Source: an optimization exercise on an open RTL-to-GDS flow (aim: small area, a short achievable clock period and few clock cycles). Production flows keep margins and buffers that such runs may drop.
The RTL was checked by simulation tests, not by an equivalence proof against the original design.

== red ==
// cor_convert
module cor_convert (
    input  wire         clk,
    input  wire         rst,
    input  wire         in_valid,
    output wire         in_ready,
    input  wire [31:0]  in_x,
    input  wire [31:0]  in_y,
    input  wire [31:0]  in_z,
    input  wire [31:0]  in_xmin,
    input  wire [31:0]  in_ymin,
    input  wire [23:0]  in_pitch_x,
    input  wire [23:0]  in_pitch_y,
    input  wire [31:0]  in_zgain,
    output reg          rd_en,
    output reg  [5:0]   rd_i,
    output reg  [5:0]   rd_j,
    input  wire [383:0] rd_data,
    output reg          out_valid,
    output reg  [23:0]  out_cx,
    output reg  [23:0]  out_cy,
    output reg  [23:0]  out_cz,
    output reg          out_clamp,
    output reg  [2:0]   out_sat
);
Size in the first run: about 12000 cells after synthesis, about 1400 flip-flops, ~720 I/O pins, roughly 110000 µm² of cells after synthesis.
==> flow/config.mk <==
export PLATFORM = sky130hd
export DESIGN_NAME = cor_convert
export DESIGN_NICKNAME = cor_convert
export VERILOG_FILES = /design/flow/design.v
export SDC_FILE = /design/flow/constraint.sdc
export NUM_CORES = 4
export LEC_CHECK = 0
export CAP_MARGIN = 20
export CORE_MARGIN = 2
export CORE_UTILIZATION = 50
export SETUP_SLACK_MARGIN = 5
export SLEW_MARGIN = 20
==> flow/constraint.sdc <==
create_clock -name core_clock -period 15.0 [get_ports {clk}]
set_input_delay 3.0000 -clock core_clock [delete_from_list [all_inputs] [get_ports {clk}]]
set_output_delay 3.0000 -clock core_clock [all_outputs]
set_load 0.01 [all_outputs]
standard.sh (not shown) runs the stock make flow with config.mk's settings and CLKGATE_MAP_FILE= SYNTH_SCRIPT=/design/flow/synth_recipe.tcl, a recipe that flattens the netlist after the stock synthesis.
==> flow/flow/run.sh <==
#!/bin/bash
set -euo pipefail
bash standard.sh SETUP_SLACK_MARGIN=10.8 \
    "BUFFER_PORTS_ARGS=-buffer_cell sky130_fd_sc_hd__buf_2" finish > standard_make.log 2>&1
Testbench counts of red, summed over its fixed seeds: cycles 12,488.
Changes in blue relative to red:
--- a/flow/design.v
+++ b/flow/design.v
@@ -15,32 +15,32 @@
     output reg  [5:0]   rd_i,
     output reg  [5:0]   rd_j,
     input  wire [383:0] rd_data,
     output reg          out_valid,
     output reg  [23:0]  out_cx,
     output reg  [23:0]  out_cy,
     output reg  [23:0]  out_cz,
     output reg          out_clamp,
     output reg  [2:0]   out_sat
 );
     reg [5:0] ph;                   
-    reg       rdy;                  
+    reg       nrdy;                 
     reg       fp;                   
     reg       va, vb, v1, v2;       
     wire      ph0 = ph[0];
     wire      ph1 = ph[1];
     wire      ph2 = ph[2];
     wire      ph3 = ph[3];
     wire      ph4 = ph[4];
     wire      ph5 = ph[5];
-    assign in_ready = rdy;
+    assign in_ready = ~nrdy;
     reg  [63:0] wx0, wy0, wx1, wy1;  
     reg  [23:0] px0, py0, px1, py1;
     reg  [25:0] p3x0, p3y0, p3x1, p3y1;    
     reg  [31:0] zr, zgr;
     reg  [3:0]  hx0, hy0, hx1, hy1;  
     reg         cl0, ex0, ey0, zx0, zy0, cl1, ex1, ey1, zx1, zy1;
     function [25:0] dstep4;
         input [23:0] rem;
         input [1:0]  b;
         input [23:0] p;
         input [25:0] p3;
@@ -243,35 +243,34 @@
         m2c0  <= m2s0;
         m2c1  <= m2s1;
         zl    <= m2[47:16];
         if (ph1) zt <= m2[47:0];
         if (ph2) begin hz <= code; hsz <= sat; end
         if (ph4) begin hx <= code; hsx <= sat; end
         out_cz    <= hz;
         out_cx    <= hx;
         out_cy    <= code;
         out_sat   <= {hsz, sat, hsx};
         out_clamp <= clm;
+        nrdy <= ~(ph5 | rst);
         if (rst) begin
             ph        <= 6'b000001;
-            rdy       <= 1'b1;
             fp        <= 1'b0;
             va        <= 1'b0;
             vb        <= 1'b0;
             v1        <= 1'b0;
             v2        <= 1'b0;
             rd_en     <= 1'b0;
             out_valid <= 1'b0;
         end else begin
             ph        <= {ph[4:0], ph[5]};
-            rdy       <= ph5;
             rd_en     <= ph0 & vb;
             out_valid <= ph0 & v2;
             if (ph0) begin
                 fp <= ~fp;
                 va <= in_valid;
                 vb <= va;
                 v1 <= vb;
                 v2 <= v1;
             end
         end
     end
blue vs. red: layout-stage area growth over the synthesis result has increased, clock buffer count from CTS has decreased, final hold slack has decreased, post-synthesis cell area has decreased.
Testbench counts of blue, summed over its fixed seeds: cycles 12,488.

* * *

## run 5
Another version of the RTL of cor_convert (not shown whole).
Size: roughly 12000 cells after synthesis, about 1400 flip-flops, ~110000 µm² of cells after synthesis.
## cor_convert
module cor_convert (
    input  wire         clk,
    input  wire         rst,
    input  wire         in_valid,
    output wire         in_ready,
    input  wire [31:0]  in_x,
    input  wire [31:0]  in_y,
    input  wire [31:0]  in_z,
    input  wire [31:0]  in_xmin,
    input  wire [31:0]  in_ymin,
    input  wire [23:0]  in_pitch_x,
    input  wire [23:0]  in_pitch_y,
    input  wire [31:0]  in_zgain,
    output reg          rd_en,
    output reg  [5:0]   rd_i,
    output reg  [5:0]   rd_j,
    input  wire [383:0] rd_data,
    output reg          out_valid,
    output reg  [23:0]  out_cx,
    output reg  [23:0]  out_cy,
    output reg  [23:0]  out_cz,
    output reg          out_clamp,
    output reg  [2:0]   out_sat
);
==> flow/config.mk <==
export PLATFORM = sky130hd
export DESIGN_NAME = cor_convert
export DESIGN_NICKNAME = cor_convert
export VERILOG_FILES = /design/flow/design.v
export SDC_FILE = /design/flow/constraint.sdc
export NUM_CORES = 4
export LEC_CHECK = 0
export CAP_MARGIN = 20
export CORE_MARGIN = 2
export CORE_UTILIZATION = 50
export SETUP_SLACK_MARGIN = 5
export SLEW_MARGIN = 20
==> flow/constraint.sdc <==
create_clock -name core_clock -period 15.0 [get_ports {clk}]
set_input_delay 3.0000 -clock core_clock [delete_from_list [all_inputs] [get_ports {clk}]]
set_output_delay 3.0000 -clock core_clock [all_outputs]
set_load 0.01 [all_outputs]
==> flow/flow/run.sh <==
#!/bin/bash
set -euo pipefail
bash standard.sh SETUP_SLACK_MARGIN=10.5 finish > standard_make.log 2>&1
Run 5 did not stop at any stage, and its layout met the timing, DRC and antenna checks.
Testbench counts of run 5, summed over its fixed seeds: cycles 12,488.
The inputs of run 4 differ from those of run 5 as listed below.
--- a/flow/design.v
+++ b/flow/design.v
@@ -140,15 +140,16 @@
     cc_mul1 u_m1 (.a(diffr), .one(fx1), .two(fx2), .neg(fxn), .base(baser),
                   .r0(m1s0), .r1(m1s1));
     reg  [49:0] m1c0, m1c1;
     wire [49:0] m1 = m1c0 + m1c1;
     reg  [49:0] dr;
     reg  [49:0] ar;
     reg  [31:0] zl;
-    reg  [33:0] zt, zt2;            
+    reg  [47:0] zt;                 
+    reg  [33:0] zt2;                
     reg  [8:0]  mp1, mp2, mpn;      
     wire        c_op = ph1 | ph3 | ph5;
     wire [49:0] mc   = dr;
     wire [48:0] xa   = c_op ? ar[48:0] : 49'd0;
     wire [31:0] zl_g = ph0 ? zl : 32'd0;
     wire [33:0] zt_g = ph1 ? zt2 : 34'd0;
     wire [66:0] m2s0, m2s1;
@@ -157,16 +158,18 @@
     reg  [66:0] m2c0, m2c1;
     wire [66:0] m2 = m2c0 + m2c1;
     wire [17:0] mp_next = (ph0 | ph2 | ph4) ? {1'b0, fyr}
                         : (ph3 ? {2'b00, zgr[15:0]} : {{2{zgr[31]}}, zgr[31:16]});
     wire [26:0] mp_enc  = benc(mp_next);
     wire        sat  = ~((m2[66:63] == 4'b0000) | (m2[66:63] == 4'b1111));
     wire [23:0] code = sat ? (m2[66] ? 24'h000000 : 24'hFFFFFF) : {~m2[63], m2[62:40]};
-    wire        zt_ok = (m2[47:33] == 15'd0) | (m2[47:33] == 15'h7FFF);
-    wire [33:0] zt_n  = zt_ok ? m2[33:0] : (m2[47] ? {1'b1, 33'd0} : {1'b0, {33{1'b1}}});
+    wire        zt_ok = (zt[47:33] == 15'd0) | (zt[47:33] == 15'h7FFF);
+    wire [33:0] zt_s  = zt_ok ? zt[33:0] : (zt[47] ? {1'b1, 33'd0} : {1'b0, {33{1'b1}}});
+    reg  [23:0] hz, hx;             
+    reg         hsz, hsx;
     always @(posedge clk) begin
         if (ph0 & ~fp) begin
             wx0 <= {in_x, in_xmin};
             wy0 <= {in_y, in_ymin};
             px0 <= in_pitch_x;
             py0 <= in_pitch_y;
         end else if (ph1 & fp) begin
@@ -200,18 +203,18 @@
         end
         if (ph0) begin
             zr    <= in_z;
             zgr   <= in_zgain;
             h_fx  <= exf ? 17'h10000 : {1'b0, qxf[15:0]};
             h_fy  <= eyf ? 17'h10000 : {1'b0, qyf[15:0]};
             h_cl  <= clf;
-            rd_i  <= exf ? 6'd63 : qxf[21:16];
-            rd_j  <= eyf ? 6'd63 : qyf[21:16];
         end
-        if (ph1) zt2 <= zt;
+        if (ph1) zt2 <= zt_s;
+        rd_i  <= exf ? 6'd63 : qxf[21:16];
+        rd_j  <= eyf ? 6'd63 : qyf[21:16];
         if (ph0) clm <= h_cl;
         if (ph3) begin
             fx1 <= fx_enc[8:0];
             fx2 <= fx_enc[17:9];
             fxn <= fx_enc[26:18];
         end
         if (ph5) fyr <= h_fy;
@@ -223,18 +226,22 @@
         dr <= (ph0 | ph2 | ph4) ? ar : {{18{zr[31]}}, zr};    
         mp1   <= mp_enc[8:0];
         mp2   <= mp_enc[17:9];
         mpn   <= mp_enc[26:18];
         m2c0  <= m2s0;
         m2c1  <= m2s1;
         zl    <= m2[47:16];
-        if (ph1) zt <= zt_n;
-        if (ph2) begin out_cz <= code; out_sat[2] <= sat; end
-        if (ph4) begin out_cx <= code; out_sat[0] <= sat; end
-        if (ph0) begin out_cy <= code; out_sat[1] <= sat; out_clamp <= clm; end
+        if (ph1) zt <= m2[47:0];
+        if (ph2) begin hz <= code; hsz <= sat; end
+        if (ph4) begin hx <= code; hsx <= sat; end
+        out_cz    <= hz;
+        out_cx    <= hx;
+        out_cy    <= code;
+        out_sat   <= {hsz, sat, hsx};
+        out_clamp <= clm;
         if (rst) begin
             ph        <= 6'b000001;
             rdy       <= 1'b1;
             fp        <= 1'b0;
             va        <= 1'b0;
             vb        <= 1'b0;
             v1        <= 1'b0;
==> comparison <==
- Run 5 → run 4: adder-cell share of the synthesized area dropped 0.29 points; final instance area climbed 0.63%; total number of vias climbed 3045; least setup slack across all paths after layout dropped 55 ps.
- Taking run 5 as the reference, in run 4 worst hold slack decreased 73 ps, synthesized cell count increased 103, number of non-clock buffers in the layout decreased 43, horizontal extent of the die increased 0.60%.
Testbench counts of run 4, summed over its fixed seeds: cycles 12,488.

-- afterwards: timing with drivers on the ports --
In the flow no input, the clock included, has a driving cell. The finished layouts below were timed again as built, in two steps. Step 1: set_driving_cell puts a clkbuf_16 on clk and a buf_2 on each other input, an assumption about the parent block. Step 2, shift: input delay + t, output delay - t, t = (earliest + latest rising clock arrival at the registers) / 2. This alone moves slack from input paths to output paths. Slacks: ideal ports / drivers / drivers and shift; pairs: ideal ports / drivers.
run | shift t [ns] | setup slack, ns | hold slack, ns | worst setup path at the end | pins driven straight from the clock port
red | 0.942 | 10.473 / 10.375 / 10.507 | 0.339 / 0.339 / 0.339 | input to register | 1
blue | 0.941 | 10.663 / 10.557 / 10.442 | 0.335 / 0.335 / 0.335 | input to register | 1
run 5 | 0.945 | 10.457 / 10.430 / 9.904 | 0.411 / 0.411 / 0.411 | input to register | 1
run 4 | 0.922 | 10.402 / 10.402 / 9.561 | 0.338 / 0.338 / 0.338 | input to register | 1
After both steps setup and hold are still met in every run listed. For run 4, which loses most, drivers alone change the setup slack by 0.000 ns; drivers and shift together by -0.841 ns.
